What follows belongs to an exercise in optimizing a design on an open flow for small area, a short achievable clock period and few clock cycles; a production flow would make more cautious choices.
The clock input has no modelled driver; a real chip could not lean on it and would need a root buffer or a full tree.

==> juniper <==
// lc_decoder
module lc_decoder (
    input  wire         clk,
    input  wire         rst,         
    input  wire         in_valid,
    output wire         in_ready,
    input  wire [39:0]  in_beat,     
    input  wire [36:0]  in_dda,      
    output reg          out_valid,
    output reg  [2:0]   out_status,
    output reg  [3:0]   out_dev,
    output wire [511:0] out_data
);
Settings: LEC_CHECK=0, CAP_MARGIN=20, CORE_MARGIN=2, CORE_UTILIZATION=55, PLACE_DENSITY=0.65, SLEW_MARGIN=20; clock period 10.0 ns.
standard.sh (not shown) runs the stock make flow with config.mk's settings and CLKGATE_MAP_FILE= SYNTH_SCRIPT=/design/flow/synth_recipe.tcl, a recipe that flattens the netlist after the stock synthesis.
==> flow/flow/run.sh <==
#!/bin/bash
# Own layout flow: the standard ORFS flow (standard synthesis, floorplan,
# placement, routing), except that the clock tree is built by flow/mycts.tcl
# (clock port -> 4 root buffers -> leaf buffers -> flip-flop clusters), timing
# repair aims past the 10 ns constraint, and the ports get plain buffers.
set -euo pipefail
EXTRA=("SETUP_SLACK_MARGIN=6.9" "BUFFER_PORTS_ARGS=-buffer_cell sky130_fd_sc_hd__buf_1")
bash standard.sh "${EXTRA[@]}" place > flow_place.log 2>&1
bash standard.sh "${EXTRA[@]}" "RUN_SCRIPT=$PWD/flow/mycts.tcl" RUN_LOG_NAME_STEM=4_1_mycts run > flow_cts.log 2>&1
bash standard.sh "${EXTRA[@]}" finish > flow_finish.log 2>&1
==> flow/flow/mycts.tcl <==
# Two-level clock tree built by hand: the clock port drives a few root buffers,
# each root drives leaf buffers, each leaf drives a compact cluster of flip-flops.
# Replaces ORFS's cts step (same post-CTS repair as cts.tcl).
source $::env(SCRIPTS_DIR)/load.tcl
erase_non_stage_variables cts
load_design 3_place.odb 3_place.sdc

set leaf_max  [expr {[info exists ::env(MYCTS_LEAF_MAX)] ? $::env(MYCTS_LEAF_MAX) : 28}]
set n_roots   [expr {[info exists ::env(MYCTS_ROOTS)] ? $::env(MYCTS_ROOTS) : 4}]
set leaf_cell [expr {[info exists ::env(MYCTS_LEAF_CELL)] ? $::env(MYCTS_LEAF_CELL) : "sky130_fd_sc_hd__clkbuf_16"}]
set root_cell [expr {[info exists ::env(MYCTS_ROOT_CELL)] ? $::env(MYCTS_ROOT_CELL) : "sky130_fd_sc_hd__clkbuf_16"}]

set db [ord::get_db]
set block [ord::get_db_block]
set clknet [$block findNet clk]

# split a list of {obj x y} in two halves along its wider side
proc split2 {items} {
  set xs {}; set ys {}
  foreach it $items { lappend xs [lindex $it 1]; lappend ys [lindex $it 2] }
  set xs [lsort -integer $xs]; set ys [lsort -integer $ys]
  set dx [expr {[lindex $xs end] - [lindex $xs 0]}]
  set dy [expr {[lindex $ys end] - [lindex $ys 0]}]
  set k [expr {$dx >= $dy ? 1 : 2}]
  set s [lsort -integer -index $k $items]
  set h [expr {[llength $s] / 2}]
  return [list [lrange $s 0 [expr {$h - 1}]] [lrange $s $h end]]
}
proc bisect {items maxn} {
  if {[llength $items] <= $maxn} { return [list $items] }
  lassign [split2 $items] a b
  return [concat [bisect $a $maxn] [bisect $b $maxn]]
}
proc centroid {items} {
  set sx 0; set sy 0
  foreach it $items { set sx [expr {$sx + [lindex $it 1]}]; set sy [expr {$sy + [lindex $it 2]}] }
  set n [llength $items]
  return [list [expr {$sx / $n}] [expr {$sy / $n}]]
}

set sinks {}
foreach it [$clknet getITerms] {
  set inst [$it getInst]
  set bb [$inst getBBox]
  lappend sinks [list $it [expr {([$bb xMin] + [$bb xMax]) / 2}] [expr {([$bb yMin] + [$bb yMax]) / 2}]]
}
puts "mycts: [llength $sinks] clock sinks"

set clusters [bisect $sinks $leaf_max]
puts "mycts: [llength $clusters] leaf clusters"

set lmaster [$db findMaster $leaf_cell]
set rmaster [$db findMaster $root_cell]
set leaves {}
set i 0
foreach cl $clusters {
  lassign [centroid $cl] cx cy
  set inst [odb::dbInst_create $block $lmaster "mycts_leaf_$i"]
  $inst setLocation $cx $cy
  $inst setPlacementStatus PLACED
  set net [odb::dbNet_create $block "mycts_leafnet_$i"]
  $net setSigType CLOCK
  [$inst findITerm X] connect $net
  foreach s $cl {
    set it [lindex $s 0]
    $it disconnect
    $it connect $net
  }
  lappend leaves [list $inst $cx $cy]
  incr i
}

# group the leaves under the roots
set groups [list $leaves]
while {[llength $groups] < $n_roots} {
  set ng {}
  foreach g $groups { lassign [split2 $g] a b; lappend ng $a $b }
  set groups $ng
}
set i 0
foreach g $groups {
  lassign [centroid $g] cx cy
  set inst [odb::dbInst_create $block $rmaster "mycts_root_$i"]
  $inst setLocation $cx $cy
  $inst setPlacementStatus PLACED
  set net [odb::dbNet_create $block "mycts_rootnet_$i"]
  $net setSigType CLOCK
  [$inst findITerm X] connect $net
  [$inst findITerm A] connect $clknet
  foreach l $g { [[lindex $l 0] findITerm A] connect $net }
  incr i
}
$clknet setSigType CLOCK
global_connect

set_placement_padding -global \
  -left $::env(CELL_PAD_IN_SITES_DETAIL_PLACEMENT) \
  -right $::env(CELL_PAD_IN_SITES_DETAIL_PLACEMENT)
detailed_placement
set_propagated_clock [all_clocks]
estimate_parasitics -placement
report_clock_skew
repair_timing_helper
detailed_placement
check_placement -verbose
estimate_parasitics -placement
report_clock_skew
report_worst_slack -max
report_worst_slack -min

orfs_write_db $::env(RESULTS_DIR)/4_1_cts.odb
orfs_write_sdc $::env(RESULTS_DIR)/4_cts.sdc
==> inputs of nickel, as changes to juniper <==
==> flow/flow/run.sh (replaced) <==
#!/bin/bash
# Own layout flow: the standard ORFS flow (standard synthesis included), with
# timing repair aimed past the 10 ns constraint and plain buffers on the ports.
set -euo pipefail
bash standard.sh \
  "SETUP_SLACK_MARGIN=6.6" \
  "BUFFER_PORTS_ARGS=-buffer_cell sky130_fd_sc_hd__buf_1" \
  finish > flow_make.log 2>&1
CTS_CLUSTER_DIAMETER = 60   (was not set)
CTS_CLUSTER_SIZE = 30   (was not set)
removed: flow/flow/mycts.tcl
==> results.txt <==
quantity	nickel	juniper
Crit path buf inv count	1	2
Proportion of cell area occupied by multi-input gates	47.1%	48.4%
R2r setup slk	6.56 ns	6.75 ns
Data required, critical path	10.62 ns	10.29 ns
Nets	8155	8154
Hold slack final	0.381 ns	0.403 ns
Pre-antenna DRT Iters	5	6
Outcome	timing/DRC/antenna clean	timing/DRC/antenna clean
DR WL met3	24.3 mm	23.5 mm
Standard cell with the maximum stage delay on the critical path	sky130_fd_sc_hd__xor2_1	sky130_fd_sc_hd__nor2_1
Worst R2R Start	beat_r[14]	ohd[2]
Area used by sequential logic in the layout	35600 µm²	35600 µm²
Count of multi-input gates	5694	5699
Number of cells on the worst reg-to-reg path	7	9
Summed area of non-filler cells in the final layout	87200 µm²	85800 µm²
Function was not checked in any run of this note: the RTL went through the layout flow alone. The clock cells of juniper come from the design's own scripts or RTL, not from TritonCTS.

==> inputs of branch pepper <==
Starting RTL as in the previous note.
==> flow/config.mk <==
export PLATFORM = sky130hd
export DESIGN_NAME = lc_decoder
export DESIGN_NICKNAME = lc_decoder
export VERILOG_FILES = /design/flow/design.v
export SDC_FILE = /design/flow/constraint.sdc
export NUM_CORES = 8
export LEC_CHECK = 0
export CAP_MARGIN = 20
export CORE_MARGIN = 2
export CORE_UTILIZATION = 65
export CTS_CLUSTER_DIAMETER = 60
export CTS_CLUSTER_SIZE = 30
export PLACE_DENSITY = 0.75
export SLEW_MARGIN = 20
==> flow/constraint.sdc <==
create_clock -name core_clock -period 10.0 [get_ports {clk}]
set_input_delay 2.0000 -clock core_clock [delete_from_list [all_inputs] [get_ports {clk}]]
set_output_delay 2.0000 -clock core_clock [all_outputs]
set_load 0.01 [all_outputs]
==> flow/flow/run.sh <==
#!/bin/bash
# Own layout flow: the standard ORFS flow (standard synthesis included), with
# timing repair aimed past the 10 ns constraint and plain buffers on the ports.
set -euo pipefail
bash standard.sh \
  "SETUP_SLACK_MARGIN=6.6" \
  "BUFFER_PORTS_ARGS=-buffer_cell sky130_fd_sc_hd__buf_1" \
  finish > flow_make.log 2>&1
==> branch lagoon (differences from branch pepper) <==
==> flow/flow/run.sh (replaced) <==
#!/bin/bash
# Own layout flow: the standard ORFS flow (standard synthesis, floorplan,
# placement, routing), except that the clock tree is built by flow/mycts.tcl
# (clock port -> 4 root buffers -> leaf buffers -> flip-flop clusters), timing
# repair aims past the 10 ns constraint, and the ports get plain buffers.
set -euo pipefail
EXTRA=("SETUP_SLACK_MARGIN=6.9" "BUFFER_PORTS_ARGS=-buffer_cell sky130_fd_sc_hd__buf_1")
bash standard.sh "${EXTRA[@]}" place > flow_place.log 2>&1
bash standard.sh "${EXTRA[@]}" "RUN_SCRIPT=$PWD/flow/mycts.tcl" RUN_LOG_NAME_STEM=4_1_mycts run > flow_cts.log 2>&1
bash standard.sh "${EXTRA[@]}" finish > flow_finish.log 2>&1
==> flow/flow/mycts.tcl (new file) <==
# Two-level clock tree built by hand: the clock port drives a few root buffers,
# each root drives leaf buffers, each leaf drives a compact cluster of flip-flops.
# Replaces ORFS's cts step (same post-CTS repair as cts.tcl).
source $::env(SCRIPTS_DIR)/load.tcl
erase_non_stage_variables cts
load_design 3_place.odb 3_place.sdc

set leaf_max  [expr {[info exists ::env(MYCTS_LEAF_MAX)] ? $::env(MYCTS_LEAF_MAX) : 20}]
set n_roots   [expr {[info exists ::env(MYCTS_ROOTS)] ? $::env(MYCTS_ROOTS) : 4}]
set leaf_cell [expr {[info exists ::env(MYCTS_LEAF_CELL)] ? $::env(MYCTS_LEAF_CELL) : "sky130_fd_sc_hd__clkbuf_16"}]
set root_cell [expr {[info exists ::env(MYCTS_ROOT_CELL)] ? $::env(MYCTS_ROOT_CELL) : "sky130_fd_sc_hd__clkbuf_16"}]

set db [ord::get_db]
set block [ord::get_db_block]
set clknet [$block findNet clk]

# split a list of {obj x y} in two parts (sizes in ratio k1 : n-k1) along its wider side
proc split2 {items {frac 0.5}} {
  set xs {}; set ys {}
  foreach it $items { lappend xs [lindex $it 1]; lappend ys [lindex $it 2] }
  set xs [lsort -integer $xs]; set ys [lsort -integer $ys]
  set dx [expr {[lindex $xs end] - [lindex $xs 0]}]
  set dy [expr {[lindex $ys end] - [lindex $ys 0]}]
  set k [expr {$dx >= $dy ? 1 : 2}]
  set s [lsort -integer -index $k $items]
  set h [expr {int(round([llength $s] * $frac))}]
  return [list [lrange $s 0 [expr {$h - 1}]] [lrange $s $h end]]
}
# cut into ceil(n / maxn) compact clusters of nearly equal size
proc bisect {items maxn} {
  set n [llength $items]
  if {$n <= $maxn} { return [list $items] }
  set k [expr {($n + $maxn - 1) / $maxn}]
  set k1 [expr {$k / 2}]
  lassign [split2 $items [expr {double($k1) / $k}]] a b
  return [concat [bisect $a $maxn] [bisect $b $maxn]]
}
proc centroid {items} {
  set sx 0; set sy 0
  foreach it $items { set sx [expr {$sx + [lindex $it 1]}]; set sy [expr {$sy + [lindex $it 2]}] }
  set n [llength $items]
  return [list [expr {$sx / $n}] [expr {$sy / $n}]]
}

set sinks {}
foreach it [$clknet getITerms] {
  set inst [$it getInst]
  set bb [$inst getBBox]
  lappend sinks [list $it [expr {([$bb xMin] + [$bb xMax]) / 2}] [expr {([$bb yMin] + [$bb yMax]) / 2}]]
}
puts "mycts: [llength $sinks] clock sinks"

set clusters [bisect $sinks $leaf_max]
puts "mycts: [llength $clusters] leaf clusters"

set lmaster [$db findMaster $leaf_cell]
set rmaster [$db findMaster $root_cell]
set leaves {}
set i 0
foreach cl $clusters {
  lassign [centroid $cl] cx cy
  set inst [odb::dbInst_create $block $lmaster "mycts_leaf_$i"]
  $inst setLocation $cx $cy
  $inst setPlacementStatus PLACED
  set net [odb::dbNet_create $block "mycts_leafnet_$i"]
  $net setSigType CLOCK
  [$inst findITerm X] connect $net
  foreach s $cl {
    set it [lindex $s 0]
    $it disconnect
    $it connect $net
  }
  lappend leaves [list $inst $cx $cy]
  incr i
}

# group the leaves under the roots
set groups [list $leaves]
while {[llength $groups] < $n_roots} {
  set ng {}
  foreach g $groups { lassign [split2 $g] a b; lappend ng $a $b }
  set groups $ng
}
set i 0
foreach g $groups {
  lassign [centroid $g] cx cy
  set inst [odb::dbInst_create $block $rmaster "mycts_root_$i"]
  $inst setLocation $cx $cy
  $inst setPlacementStatus PLACED
  set net [odb::dbNet_create $block "mycts_rootnet_$i"]
  $net setSigType CLOCK
  [$inst findITerm X] connect $net
  [$inst findITerm A] connect $clknet
  foreach l $g { [[lindex $l 0] findITerm A] connect $net }
  incr i
}
$clknet setSigType CLOCK
global_connect

set_placement_padding -global \
  -left $::env(CELL_PAD_IN_SITES_DETAIL_PLACEMENT) \
  -right $::env(CELL_PAD_IN_SITES_DETAIL_PLACEMENT)
detailed_placement
set_propagated_clock [all_clocks]
estimate_parasitics -placement
report_clock_skew
repair_timing_helper
detailed_placement
check_placement -verbose
estimate_parasitics -placement
report_clock_skew
report_worst_slack -max
report_worst_slack -min

orfs_write_db $::env(RESULTS_DIR)/4_1_cts.odb
orfs_write_sdc $::env(RESULTS_DIR)/4_cts.sdc
Settings changed: CORE_UTILIZATION 65 to 55, CTS_CLUSTER_DIAMETER 60 to unset, CTS_CLUSTER_SIZE 30 to unset, PLACE_DENSITY 0.75 to 0.65.
==> comparison <==
Against branch pepper, the cell area of branch lagoon is larger by 0.64%.
Fmax: branch lagoon is higher than branch pepper (about 6%).
Of branch pepper and branch lagoon, branch pepper has the higher global-route usage (gap 4.5 points).
Between branch lagoon and branch pepper, the lower final cell count is in branch pepper (gap 2.1%, measured against branch pepper).
In sequential cell count, branch lagoon and branch pepper do not differ.
==> figures <==
item	branch pepper	branch lagoon
Result of the run	timing/DRC/antenna clean	timing/DRC/antenna clean
Reg-to-Reg Start	beat_r[13]	beat_r[15]
Pin slew with the least headroom to its limit	1.25 ns	1.25 ns
Count of inserted tapcells	1625	1903
Fin crit period	3.42 ns	3.22 ns
CP max stage delay	0.58 ns	0.66 ns
Wire length of the first global-routing pass	390000 µm	408000 µm
Flip-flop and latch share of the layout cell area	41.3%	41.2%
Worst skew pair latency	0.78 ns	0.57 ns
Slack of the worst reg-to-reg path	6.58 ns	6.78 ns
Total number of nets in the final design	8133	8167
Data required time at the worst endpoint	10.63 ns	10.43 ns
Die Y	353 µm	384 µm
Function was not checked in any run of this note: the RTL went through the layout flow alone. In branch lagoon the design's own scripts or RTL, not TritonCTS, make the clock network.

[re-timing with driven ports]
No port has a modelled driver above. Below, the same layouts with a new extraction and two added sets of constraints.
Step 1 (the two cells are an assumption about what drives the block):
set clk [get_ports {clk}]
set_driving_cell -lib_cell sky130_fd_sc_hd__clkbuf_16 $clk
set_driving_cell -lib_cell sky130_fd_sc_hd__buf_2 [delete_from_list [all_inputs] $clk]
Step 2 moves the port delays by t, midway between the first and last clock arrival at a register: inputs arrive t later, outputs are due t later. That takes back most of the time a late clock gives input paths.
a / b / c = ideal / step 1 / step 2; a / b = the first two.
| run | shift t [ns] | slack for setup (ns) | worst hold slack (ns) |
|---|---|---|---|
| juniper | 0.692 | 6.754 / 6.711 / 6.723 | 0.403 / 0.403 / 0.403 |
| nickel | 0.841 | 6.564 / 6.537 / 6.564 | 0.381 / 0.381 / 0.381 |
| branch pepper | 0.838 | 6.583 / 6.520 / 6.583 | 0.410 / 0.410 / 0.410 |
| branch lagoon | 0.723 | 6.779 / 6.710 / 6.709 | 0.406 / 0.406 / 0.406 |
After both steps every run listed still meets setup and hold. For branch lagoon, which loses most, drivers alone change the setup slack by -0.069 ns; drivers and shift together by -0.070 ns.
